This design comes from an exercise in tuning for small area, a short achievable clock period and few clock cycles on the open sky130 flow, not from production work.
In this exercise RTL edits were held to simulation tests only and were not proved equivalent to the original.

## lane 1
==> flow/design.v (excerpt) <==
module anvil_gcm (
    input  wire         clk,
    input  wire         rst,
    input  wire         start,
    input  wire [255:0] key,
    input  wire         key_256,
    input  wire [95:0]  iv,
    input  wire         decrypt,
    output reg          idle,
    input  wire         in_valid,
    output reg          in_ready,
    input  wire [127:0] in_data,
    input  wire         in_aad,
    input  wire [4:0]   in_bytes,
    input  wire         in_last,
    output reg          out_valid,
    output reg  [127:0] out_data,
    output reg          tag_valid,
    output reg  [127:0] tag
);
    localparam integer LANES  = 3;            
    localparam integer D      = 32;           
    localparam integer BATCH  = 30;           
    localparam integer GSTEPS = 128 / D;      
    localparam integer GLOAD  = (LANES >= 3) ? 1 : 0;
    localparam integer NG     = 2;            
    localparam integer NE     = NG * LANES;   
    localparam integer EW     = (NE > 8) ? 4 : (NE > 4) ? 3 : 2;    
    reg [255:0] key_r;
    reg         k256_r;
    reg [95:0]  iv_r;
    reg         dec_r;
    reg [127:0] h_r;
    reg [127:0] ej0_r;
    reg [13:0]  len_a;           
    reg [13:0]  len_c;           
    wire acc_start = start & idle;
    reg  open;                   
    wire acc_in    = in_valid & in_ready;
    reg  [4:0]  bc;              
    reg         batch0;          
    reg  [10:0] cb;              
    reg         push_a, push_b;  
    reg         pushed_a;        
    reg         ld_a;            
    reg  [LANES-1:0] ld;         
    reg         at28, at29;      
    reg         k_adv;           
    reg         k_ld;            
    reg  [3:0]  kstep;           
    wire [4:0]  bc_n   = (acc_start | (bc == BATCH - 1)) ? 5'd0 : bc + 5'd1;
    wire        k256_n = acc_start ? key_256 : k256_r;
  ...
For scale: ~3300 flip-flops, roughly 750 I/O pins.
==> flow/config.mk <==
export PLATFORM = sky130hd
export DESIGN_NAME = anvil_gcm
export DESIGN_NICKNAME = anvil_gcm
export VERILOG_FILES = /design/flow/design.v
export SDC_FILE = /design/flow/constraint.sdc
export NUM_CORES = 8
export LEC_CHECK = 0
export CAP_MARGIN = 40
export CORE_MARGIN = 2
export CORE_UTILIZATION = 55
export SLEW_MARGIN = 40
==> flow/constraint.sdc <==
create_clock -name core_clock -period 12.0 [get_ports {clk}]
set_input_delay 2.4000 -clock core_clock [delete_from_list [all_inputs] [get_ports {clk}]]
set_output_delay 2.4000 -clock core_clock [all_outputs]
set_load 0.01 [all_outputs]
standard.sh (not shown) runs the stock make flow with config.mk's settings and CLKGATE_MAP_FILE= SYNTH_SCRIPT=/design/flow/synth_recipe.tcl, a recipe that flattens the netlist after the stock synthesis.
==> flow/flow/run.sh <==
#!/bin/bash
set -euo pipefail
here=$(pwd)
rm -rf "$here/scripts"
cp -r "$FLOW_HOME/scripts" "$here/scripts"
cp "$here/flow/abc_map.script" "$here/scripts/abc_speed.script"
bash standard.sh SCRIPTS_DIR="$here/scripts" SETUP_SLACK_MARGIN=8.0 finish \
    > standard.log 2>&1
==> flow/flow/abc_map.script <==
strash
ifraig
scorr
dc2
strash
&get -n
&dch -f
&nf
&put
Lane 1 reached the final stage; the timing, design-rule and antenna checks on its layout passed.
Testbench counts of lane 1, summed over its fixed seeds: cycles 42,390.
--- input diff lane 1..lane 2 ---
--- a/flow/design.v
+++ b/flow/design.v
@@ -468,14 +468,15 @@
     reg  [4*D-1:0] dg;           
     reg  [3:0]   gcnt;           
     reg          zfirst;         
     reg          first;          
     reg          fin;            
     reg          lenph;          
     reg          hready;
+    reg          tag_done;       
     wire [127:0] z_next;
     ghash_mul #(.D(D), .NCOPY(4)) u_gh (
         .z(zfirst ? 128'h0 : z), .dg(dg), .h(h_r), .z_next(z_next)
     );
     reg [127:0] in_mask;
     integer b;
     always @(*) begin
@@ -509,14 +510,15 @@
     end
     always @(posedge clk) begin
         if (rst) begin
             idle      <= 1'b1;
             in_ready  <= 1'b0;
             out_valid <= 1'b0;
             tag_valid <= 1'b0;
+            tag_done  <= 1'b0;
             open      <= 1'b0;
             hready    <= 1'b0;
             gcnt      <= 4'd0;
             fin       <= 1'b0;
             lenph     <= 1'b0;
             first     <= 1'b0;
             cnt       <= {(EW+1){1'b0}};
@@ -526,15 +528,16 @@
             batch0    <= 1'b0;
             push_a    <= 1'b0;
             push_b    <= 1'b0;
             len_a     <= 14'd0;
             len_c     <= 14'd0;
         end else begin
             out_valid <= pop;
-            tag_valid <= g_last & lenph;
+            tag_done  <= g_last & lenph;
+            tag_valid <= tag_done;
             open   <= open_n;
             hready <= hready_n;
             gcnt   <= gcnt_n;
             fin    <= fin_n;
             lenph  <= lenph_n;
             cnt    <= cnt_n;
             batch0 <= batch0_n;
@@ -591,15 +594,15 @@
             dec_r  <= decrypt;
         end
         if (batch0 & at28) begin
             h_r   <= ks[127:0];
             ej0_r <= ks[255:128];
         end
         out_data <= text_out;
-        tag      <= z_next ^ ej0_r;
+        tag      <= z ^ ej0_r;
         for (e = 0; e < NE; e = e + 1)
             if (push & (wp == (e / LANES)))
                 fe[e] <= ks[128*(e % LANES) +: 128];
         zfirst <= acc_in | ld_len;
         if (x_free | ld_len) begin
             x  <= x_ld;
             dg <= {4{x_ld[D-1:0]}};
==> notes.md <==
- Any difference in sequential share of layout area between lane 1 and lane 2 is small enough to ignore.
- Lane 2 ended with every stage complete and zero timing, DRC or antenna violations.
- Number of sequential storage elements: lane 2 vs lane 1 — no meaningful difference
- Relative to lane 1, post-CTS repair timing setup buffer count has decreased by 49 in lane 2.
- Layout-stage area growth over the synthesis result delta for lane 2 relative to lane 1: 1.9 points lower
- Run comparison: lane 2 capturing instance or port of the critical path g_lane[1].u_lane.mR[16]; lane 1 capturing instance or port of the critical path tag[101]
- Top fanout value on the critical path came out exactly the same in lane 2 and lane 1.
Testbench counts of lane 2, summed over its fixed seeds: cycles 42,398.

==> port drivers added, routing unchanged <==
How much do the figures lean on ideal ports? The routed layouts below were timed once more, with nothing changed but the port constraints.
Step 1, drivers: a clkbuf_16 drives clk and a buf_2 each remaining input, both assumed.
Step 2 moves the port delays by t, midway between the first and last clock arrival at a register: inputs arrive t later, outputs are due t later. That takes back most of the time a late clock gives input paths.
a / b / c = ideal / step 1 / step 2; a / b = the first two.
run	t (ns)	slack for setup (ns)	hold WS [ns]	pins driven straight from the clock port
lane 1	1.159	7.677 / 7.677 / 6.753	0.430 / 0.430 / 0.430	1
lane 2	1.147	7.799 / 7.799 / 6.891	0.434 / 0.434 / 0.434	1
After both steps every run listed still meets setup and hold. The setup slack of lane 1, which loses most, moves by 0.000 ns with the drivers and by -0.924 ns with both steps.
